This design comes from an exercise in tuning for small area, a short achievable clock period and few clock cycles per item on the open sky130 flow, not from production work. The RTL was checked by simulation tests, not by an equivalence proof against the original design. Power figures rest on the tool's default switching activity, not on a simulated workload.

`design/flow/run.sh`:
```
#!/bin/bash
# synth_recipe.tcl (not shown) runs the flow's synth.tcl, then flattens the netlist and writes it again
# the make line also repeats each setting of config.mk as NAME=value (left out here)
make -C /OpenROAD-flow-scripts/flow DESIGN_CONFIG=/design/flow/config.mk WORK_HOME=/design/flow/orfs CLKGATE_MAP_FILE= SYNTH_SCRIPT=/design/flow/synth_recipe.tcl finish
```
`design/flow/config.mk`:
```
export PLATFORM = sky130hd
export DESIGN_NAME = freq_engine
export DESIGN_NICKNAME = freq_engine
export VERILOG_FILES = /design/flow/design.v
export SDC_FILE = /design/flow/constraint.sdc
export NUM_CORES = 4
export LEC_CHECK = 0
export CAP_MARGIN = 20
export CORE_MARGIN = 2
export CORE_UTILIZATION = 30
export SLEW_MARGIN = 20
```
`design/flow/constraint.sdc`:
```
create_clock -name core_clock -period 15.0 [get_ports {clk}]
set_input_delay 3.0000 -clock core_clock [delete_from_list [all_inputs] [get_ports {clk}]]
set_output_delay 3.0000 -clock core_clock [all_outputs]
set_load 0.01 [all_outputs]
```
`design/flow/design.v`:
```
module freq_engine (
    input  wire        clk,
    input  wire        rst,
    input  wire        in_valid,
    output wire        in_ready,
    input  wire        in_close,
    input  wire [31:0] in_t,
    input  wire [15:0] in_k,
    output wire        out_valid,
    input  wire        out_ready,
    output reg         out_insuff,
    output reg         out_sat,
    output reg  [12:0] out_n,
    output reg  [63:0] out_f,
    output reg  [63:0] out_b,
    output reg  [63:0] out_r,
    output reg  [63:0] out_a
);
    localparam [42:0] TPS = 43'd5242880000000;
    localparam MA = 96;    
    localparam MB = 72;    
    localparam NW = 180;   
    localparam DW = 76;    
    localparam SW = 108;   
    localparam [1:0] S_ACC  = 2'd0,
                     S_CALC = 2'd1,
                     S_DONE = 2'd2;
    reg [1:0] state;
    reg [12:0] n;
    reg [31:0] t0;
    reg [15:0] k0;
    reg [43:0] su;
    reg [23:0] sk;
    reg [35:0] skk;
    reg [55:0] sku;
    reg [75:0] suu;
    assign in_ready  = (state == S_ACC);
    assign out_valid = (state == S_DONE);
    wire        edge_acc  = in_valid && in_ready && !in_close;
    wire        close_acc = in_valid && in_ready &&  in_close;
    wire [31:0] u_e = (n == 13'd0) ? 32'd0 : (in_t - t0);
    wire [15:0] k_d = in_k - k0;
    wire [11:0] q_e = (n == 13'd0) ? 12'd0 : k_d[11:0];
    wire [23:0] qq_e = q_e * q_e;
    wire [43:0] qu_e = q_e * u_e;
    wire [63:0] uu_e = u_e * u_e;
    reg [MA-1:0]    mul_a;
    reg [MA+MB:0]   mul_p;
    reg [6:0]       mul_cnt;
    reg             mul_busy;
    wire [MA:0]     mul_sum  = mul_p[MA+MB:MB] + (mul_p[0] ? {1'b0, mul_a} : {(MA+1){1'b0}});
    wire [167:0]    mul_res  = mul_p[167:0];
    reg [NW-1:0]    div_z;
    reg [DW:0]      div_r;
    reg [DW-1:0]    div_d;
    reg [7:0]       div_cnt;
    reg             div_busy;
    wire [DW:0]     div_sh   = {div_r[DW-1:0], div_z[NW-1]};
    wire [DW+1:0]   div_diff = {1'b0, div_sh} - {2'b00, div_d};
    wire            div_ge   = !div_diff[DW+1];
    reg [SW-1:0]    sq_x;
    reg [SW/2-1:0]  sq_res;
    reg [SW/2+3:0]  sq_rem;
    reg [6:0]       sq_cnt;
    reg             sq_busy;
    wire [SW/2+3:0] sq_shr   = {sq_rem[SW/2+1:0], sq_x[SW-1:SW-2]};
    wire [SW/2+3:0] sq_trial = {2'b00, sq_res, 2'b01};
    wire            sq_ge    = (sq_shr >= sq_trial);
    reg [4:0]   step;
    reg         issued;
    reg [167:0] tmp;
    reg [48:0]  dd;       
    reg [68:0]  nbm;      
    reg [88:0]  aa;       
    reg [137:0] ss;       
    reg [61:0]  nd;       
    reg [93:0]  adm;      
    reg         adneg;
    reg [91:0]  dt;       
    reg [74:0]  rden;     
    wire [167:0] diff_t  = tmp - mul_res;
    wire         t_lt    = tmp < mul_res;
    wire [167:0] mdiff_t = mul_res - tmp;
    wire [NW-1:0] adn2   = {{(NW-115){1'b0}}, adm, 21'd0};
    wire [NW-1:0] nd_w   = {{(NW-62){1'b0}}, nd};
    wire          am_neg = adneg && (adn2 > nd_w);
    wire [NW-1:0] a_num  = !adneg ? (adn2 + nd_w)
                         : am_neg ? (adn2 - nd_w + {nd_w[NW-2:0], 1'b0} - 1'b1)
                                  : (nd_w - adn2);
    wire          q_hi_s  = |div_z[NW-1:63];    
    wire          q_hi_u  = |div_z[NW-1:64];    
    wire          q_gt_m  = q_hi_s && !(div_z[NW-1:63] == {{(NW-64){1'b0}}, 1'b1} && div_z[62:0] == 63'd0);
    task automatic start_mul(input [MA-1:0] a, input [MB-1:0] b);
        begin
            mul_a    <= a;
            mul_p    <= {{(MA+1){1'b0}}, b};
            mul_cnt  <= 7'd0;
            mul_busy <= 1'b1;
        end
    endtask
    task automatic start_div(input [NW-1:0] z, input [DW-1:0] d);
        begin
            div_z    <= z;
            div_r    <= {(DW+1){1'b0}};
            div_d    <= d;
            div_cnt  <= 8'd0;
            div_busy <= 1'b1;
        end
    endtask
    always @(posedge clk) begin
        if (rst) begin
            state      <= S_ACC;
            n          <= 13'd0;
            su         <= 44'd0;
            sk         <= 24'd0;
            skk        <= 36'd0;
            sku        <= 56'd0;
            suu        <= 76'd0;
            mul_busy   <= 1'b0;
            div_busy   <= 1'b0;
            sq_busy    <= 1'b0;
            step       <= 5'd0;
            issued     <= 1'b0;
            out_insuff <= 1'b0;
            out_sat    <= 1'b0;
            out_n      <= 13'd0;
            out_f      <= 64'd0;
            out_b      <= 64'd0;
            out_r      <= 64'd0;
            out_a      <= 64'd0;
        end else begin
            if (mul_busy) begin
                mul_p   <= {1'b0, mul_sum, mul_p[MB-1:1]};
                mul_cnt <= mul_cnt + 7'd1;
                if (mul_cnt == MB - 1)
                    mul_busy <= 1'b0;
            end
            if (div_busy) begin
                div_r   <= div_ge ? div_diff[DW:0] : div_sh;
                div_z   <= {div_z[NW-2:0], div_ge};
                div_cnt <= div_cnt + 8'd1;
                if (div_cnt == NW - 1)
                    div_busy <= 1'b0;
            end
            if (sq_busy) begin
                sq_rem  <= sq_ge ? (sq_shr - sq_trial) : sq_shr;
                sq_res  <= {sq_res[SW/2-2:0], sq_ge};
                sq_x    <= {sq_x[SW-3:0], 2'b00};
                sq_cnt  <= sq_cnt + 7'd1;
                if (sq_cnt == SW/2 - 1)
                    sq_busy <= 1'b0;
            end
            case (state)
            S_ACC: begin
                if (edge_acc) begin
                    if (n == 13'd0) begin
                        t0 <= in_t;
                        k0 <= in_k;
                    end
                    n   <= n + 13'd1;
                    su  <= su  + {12'd0, u_e};
                    sk  <= sk  + {12'd0, q_e};
                    skk <= skk + {12'd0, qq_e};
                    sku <= sku + {12'd0, qu_e};
                    suu <= suu + {12'd0, uu_e};
                end else if (close_acc) begin
                    state  <= S_CALC;
                    step   <= 5'd0;
                    issued <= 1'b0;
                    out_n  <= n;
                end
            end
            S_CALC: begin
                if (!issued) begin
                    issued <= 1'b1;
                    case (step)
                    5'd0:  start_mul({60'd0, skk},  {59'd0, n});
                    5'd1:  start_mul({72'd0, sk},   {48'd0, sk});
                    5'd2:  start_mul({40'd0, sku},  {59'd0, n});
                    5'd3:  start_mul({52'd0, su},   {48'd0, sk});
                    5'd4:  start_mul({20'd0, suu},  {59'd0, n});
                    5'd5:  start_mul({52'd0, su},   {28'd0, su});
                    5'd6:  start_mul({7'd0, aa},    {23'd0, dd});
                    5'd7:  start_mul({27'd0, nbm},  {3'd0, nbm});
                    5'd8:  start_mul({47'd0, dd},   {59'd0, n});
                    5'd9:  start_mul({52'd0, su},   {23'd0, dd});
                    5'd10: start_mul({27'd0, nbm},  {48'd0, sk});
                    5'd11: start_mul({47'd0, dd},   {29'd0, TPS});
                    5'd12: start_mul({34'd0, nd},   {59'd0, n - 13'd2});
                    5'd13: start_div({90'd0, nbm, 21'd0} + {131'd0, dd},
                                     {26'd0, dd, 1'b0});
                    5'd14: start_div({55'd0, dt, 33'd0} + {111'd0, nbm},
                                     {6'd0, nbm, 1'b0});
                    5'd15: start_div(a_num, {13'd0, nd, 1'b0});
                    5'd16: start_div({ss, 42'd0}, {1'd0, rden});
                    default: begin
                        sq_x    <= div_z[SW-1:0];
                        sq_res  <= {(SW/2){1'b0}};
                        sq_rem  <= {(SW/2+4){1'b0}};
                        sq_cnt  <= 7'd0;
                        sq_busy <= 1'b1;
                    end
                    endcase
                end else if (!mul_busy && !div_busy && !sq_busy) begin
                    issued <= 1'b0;
                    step   <= step + 5'd1;
                    case (step)
                    5'd0:  tmp <= mul_res;
                    5'd1:  dd  <= diff_t[48:0];
                    5'd2:  tmp <= mul_res;
                    5'd3: begin
                        nbm   <= t_lt ? mdiff_t[68:0] : diff_t[68:0];
                        if (n < 13'd2 || dd == 49'd0 || t_lt || diff_t[68:0] == 69'd0) begin
                            out_insuff <= 1'b1;
                            out_sat    <= 1'b0;
                            out_f      <= 64'd0;
                            out_b      <= 64'd0;
                            out_r      <= 64'd0;
                            out_a      <= 64'd0;
                            state      <= S_DONE;
                        end
                    end
                    5'd4:  tmp <= mul_res;
                    5'd5:  aa  <= diff_t[88:0];
                    5'd6:  tmp <= mul_res;
                    5'd7:  ss  <= diff_t[137:0];
                    5'd8:  nd  <= mul_res[61:0];
                    5'd9:  tmp <= mul_res;
                    5'd10: begin
                        adneg <= t_lt;
                        adm   <= t_lt ? mdiff_t[93:0] : diff_t[93:0];
                    end
                    5'd11: dt   <= mul_res[91:0];
                    5'd12: rden <= mul_res[74:0];
                    5'd13: begin
                        out_insuff <= 1'b0;
                        out_b      <= q_hi_s ? 64'h7FFF_FFFF_FFFF_FFFF : div_z[63:0];
                        out_sat    <= q_hi_s;
                    end
                    5'd14: begin
                        out_f <= q_hi_u ? 64'hFFFF_FFFF_FFFF_FFFF : div_z[63:0];
                        if (q_hi_u)
                            out_sat <= 1'b1;
                    end
                    5'd15: begin
                        if (am_neg) begin
                            out_a <= q_gt_m ? 64'h8000_0000_0000_0000 : (64'd0 - div_z[63:0]);
                            if (q_gt_m)
                                out_sat <= 1'b1;
                        end else begin
                            out_a <= q_hi_s ? 64'h7FFF_FFFF_FFFF_FFFF : div_z[63:0];
                            if (q_hi_s)
                                out_sat <= 1'b1;
                        end
                        if (n == 13'd2) begin
                            out_r <= 64'd0;
                            state <= S_DONE;
                        end
                    end
                    5'd16: ;
                    default: begin
                        out_r <= {{(64-SW/2){1'b0}}, sq_res} + 64'd1 >> 1;
                        state <= S_DONE;
                    end
                    endcase
                end
            end
            S_DONE: begin
                if (out_ready) begin
                    state <= S_ACC;
                    n     <= 13'd0;
                    su    <= 44'd0;
                    sk    <= 24'd0;
                    skk   <= 36'd0;
                    sku   <= 56'd0;
                    suu   <= 76'd0;
                end
            end
            default: state <= S_ACC;
            endcase
        end
    end
endmodule
```
==> run summary <==
per-stage QoR:
stage	TNS, ns	total power, mW	utilization (%)	cells	hold WS, ns
finish	0	19.0	34.0	30500	0.460
floorplan	0	10.3	-	21400	0.450
global placement	-12.12	12.0	32.5	30000	0.442
CTS	0	19.0	33.9	30500	0.463
global route	0	19.8	34.0	30500	0.474
detailed placement	-13.05	12.1	32.5	30000	0.446
power groups by stage:
stage / registers (mW) / clock network (mW) / logic (mW)
final: 7.37 / 6.91 / 4.70
after global routing: 7.38 / 7.22 / 5.16
after CTS: 7.35 / 7.01 / 4.63
after detailed placement: 7.48 / 0 / 4.61
after global placement: 7.48 / 0 / 4.57
after floorplan: 7.30 / 0 / 3.04
cell families after synthesis:
kind of cell             Yosys count
AO/OA/AOI/OAI                   5060
XOR/XNOR                        1286
adder cells (fa/ha/maj)         2590
buffers and inverters           3564
flip-flops                      2231
multiplexers                     623
other                              1
AND/OR/NAND/NOR                 6076
flip-flops by register name, summed over array words and instances (netlist names), 69 cells and up:
signal and flops:
div_z 180, ss 138, tmp 168, div_r 76, mul_p 169, suu 76, dt 92, nbm 69
sq_x 108, div_d 75, adm 94, mul_a 89, aa 89, rden 75
Yosys cell counts, drive strengths merged (140+ instances only):
master,n
a211oi,235
a21o,508
a21oi,1470
a221oi,140
a222oi,173
a22oi,260
and2,195
and3,187
buf,142
clkbuf,1026
dfxtp,521
edfxtp,1710
fa,1346
ha,1244
inv,2376
mux2i,608
nand2,1876
nand2b,210
nand3,409
nand4,201
nor2,1943
nor2b,173
nor3,312
nor4,167
o21ai,930
o21bai,172
xnor2,835
xor2,451
layout make-up:
class	instances	area share (%)
inverters	2395	4.05
diodes	46	0.0518
clock buffers	348	3.35
clock inverters	145	0.765
repair buffers	1042	3.96
flip-flops and latches	2231	27.8
well taps	8671	4.88
multi-input cells	15600	55.1
how the worst max path moves through the flow:
| stage | cells past startpoint | end |
|---|---|---|
| final | 55 | suu[64] |
| after global routing | 56 | suu[70] |
| after CTS | 55 | suu[68] |
| after detailed placement | 55 | suu[64] |
| after global placement | 55 | suu[68] |
| after floorplan | 51 | suu[68] |
timing repair:
item / in CTS / in global routing
setup buffers: 0 / 4
hold buffers: 0 / 0
endpoints found under the setup margin: 0 / 23
resized for setup: 0 / 44
critical path, delay by kind of cell:
kind	cells	cell delay [ns]
AND/OR/NAND/NOR	4	0.43
adder cells (fa/ha/maj)	11	4.87
AO/OA/AOI/OAI	28	5.53
buffers and inverters	11	1.38
XOR/XNOR	1	0.15
per-layer routing:
layer	global-route usage, %	share of wire (%)	up-vias
li1	-	-	75200
met1	31.6	42	83200
met2	33.7	42	8674
met3	4.76	11	1387
met4	10.5	5.3	20
met5	0	0.016	-
==> out/qor.txt <==
adder-cell area share of the yosys netlist = 21.6%
first-pass GRT wire length = 1130 mm
R2R Path Start = t0[1]
worst r2r dst = suu[64]
Via Count = 169k
Skew-Pair Late Insertion Delay = 1.00 ns
Synth-to-Final Area Change = 12.8%
final antenna-violating net count = 0
HP Start = out_n[7]
YS warnings = 1
Post-Syn Area = 197000 sq um
Setup Viol. Count Final = 0
Syn Area/Cell = 9.19 sq um
Comb power frac = 24.8%
Multi-input gate area = 122000 sq um
Net Sw Frac = 33.2%
Clk network pwr share = 36.4%
pwr dens = 85.5 nW/um^2
WHS Endpoint = out_n[7]
total global routing overflow = 0
fin crit period = 14.47 ns
biggest cell delay along the critical path = 0.55 ns
hold depth = 2
Post-synth ARST share = 0%
internal power = 12.7 mW
most used cell, CP = fa_1
WS Path Type = input port to register
required time worst endpoint = 15.87 ns
Area contributors post-synth = edfxtp_1 (26%), fa_1 (14%), ha_1 (7.9%)
RD Place Congestion = 1.01
largest family of logic cells by synthesized area = adder cells
status = no timing/DRC/antenna violations
sequential cell area = 61800 sq um
Initial Util = 30.1%
Overall Global Routing Usage = 22.7%
number of synthesized flops with an enable pin = 1710
Synth Area in Simple Gates = 14.2%
RSZ-0062 raised after global routing = false
final hold violations = 0
LEAKAGE = 93.1 nW
Distinct cells, synth = 114
Ports = 326
Worst setup startpoint = in_t[0]
Filler cells = 67.0k
post-route DRC violation count = 0
fin crit share = 96.5%
DR pass1 iterations = 13
CP max stage cell = fa_1
Synth Area in XOR/XNOR = 5.72%
TritonCTS buffer count = 277
post-synth top area share = 26.1%
Worst Setup Start Kind = input port
Synth Area in Compound Gates = 17.1%
DP Worst Slack = -0.862 ns
CP Capture Type = register
Flop pwr share = 38.8%
H-tree Lvls = 5
Max Slew Vio Count = 0
clock tree from TritonCTS = yes
Max Cap Violations = 0
CTS Buffer Depth = 4
CTS Sinks = 2231
Root Driver = clkbuf_16
Worst Max-Slew Pin Slew = 1.32 ns
row cnt = 297
commonest cells after routing, fill and taps aside = inv_1 (2370), nor2_1 (1909), nand2_1 (1867)
die area = 663000 sq um
Max Clk Rate = 69.1 MHz
VDD IR-drop max = 0.0895 mV
worst-path fanout max = 4
Final Instance Area = 222000 sq um
Hold Path Class = register to register
HPWL after DPL = 623 mm
most common cell after layout, fill and taps aside = inv_1
IO Port Bufs = 311
ys flop type = edfxtp_1
Seq/Total Area, Yosys = 31.4%
post-synthesis mux area share = 3.18%
reg2reg path depth = 53
pin count of the biggest net entering global routing = 147
fraction of layout cells with a size suffix above 1 = 6.70%
flops & latches, synth = 2231
Worst Setup Slack, final = 0.529 ns
P_sw = 6.29 mW
final net count = 24.2k
initial antenna violation count = 79
final clock skew = 0.118 ns
cell accounting for the most synthesized area = edfxtp_1
critical path data arrival time = 15.34 ns
Die Wd = 814 microns
dpl cell area = 213000 sq um
1st-iter DRT viols = 21.9k
Clk pin slew, worst setup/hold paths = 0.06 ns
vias in the first global route = 162k
Wirelength per Cell = 25.7 microns
Via density = 5.52
worst reg2reg setup slack = 2.60 ns
core area = 654000 sq um
slew margin rel. = 11.2%
Die Ht = 814 microns
Synth Instances = 21.4k
final WL = 785 mm
Testbench counts, summed over its fixed seeds: cycles 345,276, gates 192.

==> re-timing with driven ports <==
No port has a modelled driver above. Below, the same layout with a new extraction and two added sets of constraints. Step 1 assumes that a clkbuf_16 drives the clock port and a buf_2 every other input. Step 2 times the ports against the registers' clock, not the clock port: input delays grow and output delays shrink by t, the midpoint of the rising clock arrivals with the driver on. a / b / c = no drivers / after step 1 / after step 2; a / b = the first two.
shift t [ns]: 1.087
setup WS [ns]: 0.529 / 0.656 / -0.431
clock arrival spread, ns: 0.118 / 0.119
worst slew at a driven data input, ns: 0.20
pins driven straight from the clock port: 1
Met with ideal ports but missed after step 2: setup timing in this run. The setup slack of this run moves by +0.127 ns with the drivers and by -0.960 ns with both steps.
